From an optimization exercise on the open Yosys and OpenROAD flow, aimed at small area; shortcuts taken in it are not production practice. In this exercise RTL edits were held to simulation tests only and were not proved equivalent to the original. Power and IR drop assume default switching activity.

[flow/run.sh]
#!/bin/bash
# synth_recipe.tcl (not shown) runs the flow's synth.tcl, then flattens the netlist and writes it again
# the make line also repeats each setting of config.mk as NAME=value (left out here)
make -C /OpenROAD-flow-scripts/flow DESIGN_CONFIG=/design/flow/config.mk WORK_HOME=/design/flow/orfs CLKGATE_MAP_FILE= SYNTH_SCRIPT=/design/flow/synth_recipe.tcl finish
[flow/config.mk]
export PLATFORM = sky130hd
export DESIGN_NAME = cvt_unit
export DESIGN_NICKNAME = cvt_unit
export VERILOG_FILES = /design/flow/design.v
export SDC_FILE = /design/flow/constraint.sdc
export NUM_CORES = 4
export LEC_CHECK = 0
export CAP_MARGIN = 20
export CORE_MARGIN = 2
export CORE_UTILIZATION = 40
export SLEW_MARGIN = 20
[flow/constraint.sdc]
create_clock -name core_clock -period 28.0 [get_ports {clk}]
set_input_delay 5.6000 -clock core_clock [delete_from_list [all_inputs] [get_ports {clk}]]
set_output_delay 5.6000 -clock core_clock [all_outputs]
set_load 0.01 [all_outputs]
[flow/design.v]
module cvt_lane (
    input  wire [31:0] src,
    input  wire [2:0]  dfmt,      
    input  wire [2:0]  rm,        
    output reg  [15:0] res,
    output reg         sat,       
    output reg         flz,       
    output wire        mag_ok,    
    output reg  [63:0] mag        
);
    localparam F_W16 = 3'd0, F_W8 = 3'd1, F_W8X = 3'd2, F_INT8 = 3'd3, F_UINT8 = 3'd4;
    localparam RNE = 3'd0, RNA = 3'd1, RUP = 3'd2, RDN = 3'd3, RTZ = 3'd4;
    wire        s = src[31];
    wire [7:0]  ex = src[30:23];
    wire [22:0] fr = src[22:0];
    wire        is_nan  = (ex == 8'hFF) && (fr != 0);
    wire        is_inf  = (ex == 8'hFF) && (fr == 0);
    wire        is_zero = (ex == 8'h00) && (fr == 0);
    wire [23:0] m = {ex != 8'h00, fr};
    wire [7:0]  eeff = (ex == 8'h00) ? 8'd1 : ex;
    wire signed [9:0] e = $signed({2'b00, eeff}) - 10'sd127;
    reg        [2:0] fbits;
    reg signed [9:0] emin;
    reg signed [9:0] emax;
    reg        [7:0] bias;
    reg        [15:0] largest;
    reg              is_int;
    always @(*) begin
        is_int = 1'b0;
        case (dfmt)
            F_W16:   begin fbits = 3'd7; emin = -10'sd126; emax = 10'sd127; bias = 8'd127; largest = 16'h7F7F; end
            F_W8:    begin fbits = 3'd3; emin = -10'sd6;   emax = 10'sd8;   bias = 8'd7;   largest = 16'h007F; end
            F_W8X:   begin fbits = 3'd2; emin = -10'sd14;  emax = 10'sd16;  bias = 8'd15;  largest = 16'h007F; end
            default: begin fbits = 3'd0; emin = 10'sd0;    emax = 10'sd7;   bias = 8'd0;   largest = 16'h0000; is_int = 1'b1; end
        endcase
    end
    wire signed [9:0] e_ulp = is_int ? 10'sd0
                             : ((e >= emin) ? e : emin) - $signed({7'd0, fbits});
    wire signed [10:0] sh_full = $signed({e_ulp[9], e_ulp}) - ($signed({3'b000, eeff}) - 11'sd150);
    wire [4:0] sh = (sh_full > 11'sd26) ? 5'd26 : sh_full[4:0];
    wire [49:0] wide  = {m, 26'd0} >> sh;
    wire [23:0] q     = wide[49:26];    
    wire        guard = wide[25];
    wire        stick = (wide[24:0] != 0);
    wire        inexact = guard | stick;
    reg up;
    always @(*) begin
        case (rm)
            RNE:     up = guard & (stick | q[0]);
            RNA:     up = guard;
            RUP:     up = inexact & ~s;
            RDN:     up = inexact & s;
            default: up = 1'b0;
        endcase
    end
    wire [8:0] r = {1'b0, q[7:0]} + {8'd0, up};
    wire        f_normal = (e >= emin);
    wire [15:0] f_code = f_normal ? (({8'd0, e[7:0] + bias - 8'd1} << fbits) + {7'd0, r})
                                  : {7'd0, r};
    wire        f_ovf = (e > emax) || (f_code > largest);
    wire        to_inf = (rm == RNE) || (rm == RNA) || (rm == RUP && !s) || (rm == RDN && s);
    always @(*) begin
        res = 16'd0;
        sat = 1'b0;
        flz = 1'b0;
        if (!is_int) begin
            if (is_nan) begin
                res = (dfmt == F_W16) ? 16'h7FC0 : 16'h0080;
            end else if (is_inf) begin
                if (dfmt == F_W16) res = {s, 15'h7F80};
                else begin res = {8'd0, s, 7'h7F}; sat = 1'b1; end
            end else if (is_zero) begin
                res = (dfmt == F_W16) ? {s, 15'd0} : 16'd0;
            end else if (f_ovf) begin
                sat = 1'b1;
                if (dfmt == F_W16) res = to_inf ? {s, 15'h7F80} : {s, 15'h7F7F};
                else               res = {8'd0, s, 7'h7F};
            end else if (r == 9'd0) begin
                flz = 1'b1;
                res = (dfmt == F_W16) ? {s, 15'd0} : 16'd0;
            end else begin
                if (dfmt == F_W16) res = {s, f_code[14:0]};
                else               res = {8'd0, s, f_code[6:0]};
            end
        end else begin
            if (is_nan) begin
                res = 16'd0; sat = 1'b1;
            end else if (is_inf || e > emax) begin
                sat = 1'b1;
                if (dfmt == F_INT8) res = s ? 16'h0080 : 16'h007F;
                else                res = s ? 16'h0000 : 16'h00FF;
            end else if (dfmt == F_INT8) begin
                if (!s && r > 9'd127)      begin res = 16'h007F; sat = 1'b1; end
                else if (s && r > 9'd128)  begin res = 16'h0080; sat = 1'b1; end
                else begin
                    res = {8'd0, s ? (8'd0 - r[7:0]) : r[7:0]};
                    flz = (r == 9'd0) && !is_zero;
                end
            end else begin
                if (s && r != 9'd0)   begin res = 16'h0000; sat = 1'b1; end
                else if (r > 9'd255)  begin res = 16'h00FF; sat = 1'b1; end
                else begin
                    res = {8'd0, r[7:0]};
                    flz = (r == 9'd0) && !is_zero;
                end
            end
        end
    end
    assign mag_ok = !is_nan;
    reg [4:0]  lz;
    reg [22:0] fn;
    integer i;
    always @(*) begin
        lz = 5'd0;
        for (i = 0; i < 23; i = i + 1)
            if (fr[i]) lz = 5'd22 - i[4:0];
        fn = fr << (lz + 5'd1);
        if (is_inf)
            mag = 64'h7FF0_0000_0000_0000;
        else if (is_zero)
            mag = 64'd0;
        else if (ex == 8'h00)
            mag = {1'b0, 11'd896 - {6'd0, lz}, fn, 29'd0};
        else
            mag = {1'b0, {3'd0, ex} + 11'd896, fr, 29'd0};
    end
endmodule
module cvt_unit (
    input  wire         clk,
    input  wire         rst_n,        
    input  wire         in_valid,
    input  wire [255:0] in_data,      
    input  wire [7:0]   in_mask,      
    input  wire [2:0]   in_dfmt,
    input  wire [2:0]   in_rm,
    input  wire         wr_rmax,
    input  wire         wr_nsat,
    input  wire         wr_nflz,
    input  wire [63:0]  wr_data,
    output reg          out_valid,
    output reg  [127:0] out_data,     
    output reg  [63:0]  rmax,
    output reg  [31:0]  nsat,
    output reg  [31:0]  nflz
);
    localparam LANES = 8;
    wire [15:0] l_res    [0:LANES-1];
    wire        l_sat    [0:LANES-1];
    wire        l_flz    [0:LANES-1];
    wire        l_magok  [0:LANES-1];
    wire [63:0] l_mag    [0:LANES-1];
    genvar g;
    generate
        for (g = 0; g < LANES; g = g + 1) begin : lane
            cvt_lane u_lane (
                .src    (in_data[32*g +: 32]),
                .dfmt   (in_dfmt),
                .rm     (in_rm),
                .res    (l_res[g]),
                .sat    (l_sat[g]),
                .flz    (l_flz[g]),
                .mag_ok (l_magok[g]),
                .mag    (l_mag[g])
            );
        end
    endgenerate
    reg [127:0] res_all;
    reg [3:0]   sat_cnt;
    reg [3:0]   flz_cnt;
    integer i;
    always @(*) begin
        res_all = 128'd0;
        sat_cnt = 4'd0;
        flz_cnt = 4'd0;
        for (i = 0; i < LANES; i = i + 1) begin
            if (in_mask[i]) begin
                res_all[16*i +: 16] = l_res[i];
                sat_cnt = sat_cnt + {3'd0, l_sat[i]};
                flz_cnt = flz_cnt + {3'd0, l_flz[i]};
            end
        end
    end
    wire        t1_ok  [0:3];
    wire [63:0] t1_mag [0:3];
    wire        t2_ok  [0:1];
    wire [63:0] t2_mag [0:1];
    generate
        for (g = 0; g < 4; g = g + 1) begin : max1
            wire a_ok = in_mask[2*g]   && l_magok[2*g];
            wire b_ok = in_mask[2*g+1] && l_magok[2*g+1];
            assign t1_ok[g]  = a_ok || b_ok;
            assign t1_mag[g] = (!a_ok || (b_ok && l_mag[2*g+1] > l_mag[2*g])) ? l_mag[2*g+1] : l_mag[2*g];
        end
        for (g = 0; g < 2; g = g + 1) begin : max2
            assign t2_ok[g]  = t1_ok[2*g] || t1_ok[2*g+1];
            assign t2_mag[g] = (!t1_ok[2*g] || (t1_ok[2*g+1] && t1_mag[2*g+1] > t1_mag[2*g]))
                               ? t1_mag[2*g+1] : t1_mag[2*g];
        end
    endgenerate
    wire        any_mag = t2_ok[0] || t2_ok[1];
    wire [63:0] max_mag = (!t2_ok[0] || (t2_ok[1] && t2_mag[1] > t2_mag[0])) ? t2_mag[1] : t2_mag[0];
    wire [63:0] rmax_w = wr_rmax ? wr_data : rmax;
    wire [31:0] nsat_w = wr_nsat ? wr_data[31:0] : nsat;
    wire [31:0] nflz_w = wr_nflz ? wr_data[31:0] : nflz;
    wire        h_nan   = (rmax_w[62:52] == 11'h7FF) && (rmax_w[51:0] != 0);
    wire        h_below = h_nan || rmax_w[63] || (max_mag > rmax_w);
    wire        take    = in_valid && any_mag && h_below;
    wire [32:0] nsat_sum = {1'b0, nsat_w} + {29'd0, in_valid ? sat_cnt : 4'd0};
    wire [32:0] nflz_sum = {1'b0, nflz_w} + {29'd0, in_valid ? flz_cnt : 4'd0};
    always @(posedge clk) begin
        if (!rst_n) begin
            out_valid <= 1'b0;
            rmax      <= 64'd0;
            nsat      <= 32'd0;
            nflz      <= 32'd0;
        end else begin
            out_valid <= in_valid;
            rmax      <= take ? max_mag : rmax_w;
            nsat      <= nsat_sum[32] ? 32'hFFFF_FFFF : nsat_sum[31:0];
            nflz      <= nflz_sum[32] ? 32'hFFFF_FFFF : nflz_sum[31:0];
        end
    end
    always @(posedge clk) begin
        if (in_valid)
            out_data <= res_all;
    end
endmodule
==> metrics.md <==
| Metric | Value |
|---|---|
| Final RePlAce weighted congestion | around 1.0 |
| Endpoints failing hold | 0 |
| Finished Core Util | 0.456 |
| DR WL met3 | roughly 45 mm |
| Hold_sp | rmax[6]$_SDFF_PP0_ |
| Max_cap viols | 0 |
| Leakage power | between 30 and 40 nW |
| FFs w/ async S/R, synth | 0 |
| Top post-synthesis cells by area | ha_1 (14%), a21oi_1 (6.1%), nor2_1 (5.6%) |
| Critical Path Fanout Max | 13 |
| Share of layout cells above drive strength 1 | 0.0832 |
| Worst path slowest cell | clkdlybuf4s50_1 |
| Core Rows | around 170 |
| Nets | about 14000 |
| Clk sink count | around 260 |
| PD cells | between 60 and 70 nW/um^2 |
| Post-layout min period | roughly 27 ns |
| Die Y | roughly 460 um |
| Largest family of logic cells by synthesized area | compound AO/OA/AOI/OAI gates |
| Dominant synthesized flop cell | dfxtp_1 |
| Critical Path Start | in_data[30] |
| Worst min path class | flop to flop |
| Crit path largest cell delay | about 0.46 ns |
| Clock transition at the registers of the reported paths | roughly 0.060 ns |
| Dpl hpwl | between 300 and 400 mm |
| Area Growth Syn to Fin | 13.4% |
| Sw Ratio | 0.578 |
| Largest net degree at the start of global routing | 87 |
| Iteration-0 DRC Markers | 13000 |
| Post-Synthesis Cells | 12100 |
| EDFF count, synth | around 130 |
| Yosys top cell area share | 0.138 |
| Core area | between 200000 and 250000 um^2 |
| FMAX | 37.5 MHz |
| CTS Buf Count | 37 |
| Die area | approximately 210000 um^2 |
| Final setup violation count | 0 |
| Global route overflow | 0 |
| Period utilization | 0.953 |
| Final Slew Violations | 0 |
| Synthesized flop and latch total | between 200 and 300 |
| Io pins | about 600 |
| Initial antenna violation count | 37 |
| Worst skew pair latency | 0.69 ns |
| Vias in the first global route | between 90000 and 100k |
| CTS root buf | clkbuf_16 |
| Max layer used | met5 |
| H-tree depth | 2 |
| Skew final | about 0.038 ns |
| Mapped cell area | about 84000 um^2 |
| Synth Area in Compound Gates | 0.314 |
| Critical Path RT | between 20 and 30 ns |
| Via density | 6.68 |
| Xor and xnor area share after synthesis | 0.0530 |
| Clk pwr share | 0.086 |
| Initial Util | 0.402 |
| Mean area per synthesized cell | 6.95 um^2 |
| Post-synthesis adder-cell area fraction | 0.147 |
| Clock Path Buffers | 3 |
| Syn_nets | 13400 |
| DRC errors left | 0 |
| Routed wl met2 | 189 mm |
| Slew @ Worst Pin | 1.31 ns |
| M1 WL | between 150 and 200 mm |
| GRT Util Overall | 0.390 |
| Internal power | ~2.7 mW |
| Worst Setup Path Type | primary input to flop |
| First-pass GRT wire length | between 600 and 700 mm |
| WP data arrival | between 20 and 30 ns |
| Final worst setup slack | roughly 1.3 ns |
| Status | timing/DRC/antenna clean |
| Post-Synth Simple-Gate Area | 0.240 |
| Buffers on Ports | ~600 |
| DP Worst Slack | between 0.2 and 0.3 ns |
| CP Launch Type | primary input |
| Crit path top cell by count | ha_1 |
| Pre-antenna DRT Iters | 10 |
| Synth Warn # | 2 |
| CTS tree | built |
| Comb pwr share | 0.831 |
| Die width | approximately 460 um |
| Slew headroom | 0.0986 |
| Psw | between 3 and 4 mW |
| Sequential-to-total area share from yosys stat | 0.0761 |
| Setup crit end kind | flop |
| R2R Path Start | rmax[34]$_SDFF_PN0_ |
| Vias | 102000 |
| Routed Antenna Nets | 0 |
| Post-CTS Hold Buffers | 0 |
| Sequential share of power | 0.083 |
| Peak supply drop | 0.0000495 V |
| Multiplexer share of the synthesized area | 0.104 |
| Drt wl/cell | between 20 and 30 um |
| Leading area contributor after synthesis | ha_1 |
| Drt total wl | about 440 mm |
| Count of cell types in the netlist | about 140 |
cells in the final DEF, fill, tap and decap left out, types with 46 or more instances in the layout:
cell	n
nand3_1	331
a2111oi_0	46
nor2b_1	196
buf_4	422
and3_1	85
nor4_1	131
a211oi_1	179
mux4_2	131
dfxtp_1	129
a22oi_1	103
a31oi_1	138
o31ai_1	103
nand4_1	148
a311oi_1	48
a32oi_1	53
nand2_1	1216
a221oi_1	62
and2_1	96
mux2i_1	451
o211ai_1	139
or3_1	65
o21ai_1	48
nand2b_1	155
nor2_1	1248
inv_1	614
or2_2	64
o21bai_1	73
ha_1	932
xnor2_1	302
nor3_1	347
xor2_1	187
a21oi_1	1011
a21o_1	257
clkdlybuf4s50_1	586
o22ai_1	124
o21ai_0	714
o21a_1	158
edfxtp_1	128
mux2_2	113
state kept, by name, indices dropped and copies added, names as in the netlist:
signal	flops
rmax	64
out_data	128
out_valid	1
nsat	32
nflz	32
final timing paths:
path / depth (start not counted) / to / slack (ns)
max: 110 / nsat[29]$_SDFF_PN0_ / 1.31
min reg2reg: 2 / rmax[6]$_SDFF_PP0_ / 0.53
min: 2 / rmax[6]$_SDFF_PP0_ / 0.53
max reg2reg: 18 / rmax[50]$_SDFF_PN0_ / 23.47
cells by family (layout without fill, tap and decap cells):
group,Yosys count,after routing
flip-flops,257,257
buffers and inverters,1472,1730
XOR/XNOR,506,506
multiplexers,697,697
adder cells (fa/ha/maj),969,969
AND/OR/NAND/NOR,4297,4297
AO/OA/AOI/OAI,3941,3941
other,0,24
through the flow:
step,hold WS (ns),setup TNS [ns],total power [mW],std cells,instance area (um^2)
after detailed placement,0.510,0,5.55,15100,94000
final,0.526,0,6.29,15200,95800
after CTS,0.525,0,6.12,15200,95400
after floorplan,0.539,0,3.86,12100,84400
after global placement,0.495,0,5.53,15100,94000
after global routing,0.569,-0.202,6.70,15200,95700
worst max-delay path: cells and delay by family:
family / cells / cell delay (ns)
xor gates and xnor gates: 5 / 0.87
buffers and inverters: 9 / 1.45
AOI/OAI and AO/OA: 33 / 6.33
adders and majority gates: 16 / 4.66
and+or+nand+nor: 42 / 6.93
muxes: 5 / 1.31
power by group through the flow:
stage	Sequential (mW)	Combinational, mW	Clock (mW)
finish	0.525	5.23	0.540
global placement	0.529	5.00	0
CTS	0.523	5.05	0.548
global route	0.528	5.61	0.560
detailed placement	0.529	5.02	0
floorplan	0.524	3.33	0
cells in the mapped netlist, types with 199 or more instances:
| cell | count |
|---|---|
| a21oi_1 | 1021 |
| clkbuf_1 | 677 |
| nor2b_1 | 199 |
| a21o_1 | 258 |
| nand2_1 | 1221 |
| o21ai_0 | 722 |
| nand3_1 | 331 |
| nor2_1 | 1257 |
| nor3_1 | 350 |
| inv_1 | 617 |
| ha_1 | 932 |
| mux2i_1 | 452 |
| xnor2_1 | 310 |
repair_timing:
| item | in CTS | in global routing |
|---|---|---|
| resized for setup | 0 | 59 |
| endpoints found under the setup margin | 0 | 64 |
| setup buffers | 0 | 3 |
| endpoints found under the hold margin | 0 | 0 |
cell type report:
cell class / instances / area (um^2)
Clock inverter: 24 / 359
Inverter: 641 / 2410
Sequential cell: 257 / 6430
Timing Repair Buffer: 1023 / 9200
Multi-Input combinational cell: 10400 / 72800
Antenna cell: 24 / 60.1
Fill cell: 21700 / 114000
Clock buffer: 42 / 986
Tap cell: 2805 / 3510
layer usage:
layer	global-route usage	up-vias
li1	-	45600
met1	0.522	48900
met2	0.593	6109
met3	0.0722	1038
met4	0.201	24
met5	0	-

## port drivers added, routing unchanged
The flow's constraints put no driver on any port. The routed layout listed below was extracted and timed again, unchanged, in two steps. Step 1: set_driving_cell puts a clkbuf_16 on clk and a buf_2 on each other input, an assumption about the parent block. Step 2 adds t to the input delays and takes it off the output delays; t is the mean of the earliest and latest rising clock arrival at the registers after step 1. Input paths then give back, and output paths get back, about the clock's delay inside the block. Three values: no drivers, after step 1, after step 2; two values: the first two.
t, ns: 0.743
setup slack, ns: 1.307 / 1.373 / 0.630
slew at the worst register clock pin (ns): 0.07 / 0.07
worst slew at a driven data input, ns: 0.18
After both steps this run still meets setup and hold. The setup slack of this run moves by +0.066 ns with the drivers and by -0.677 ns with both steps.
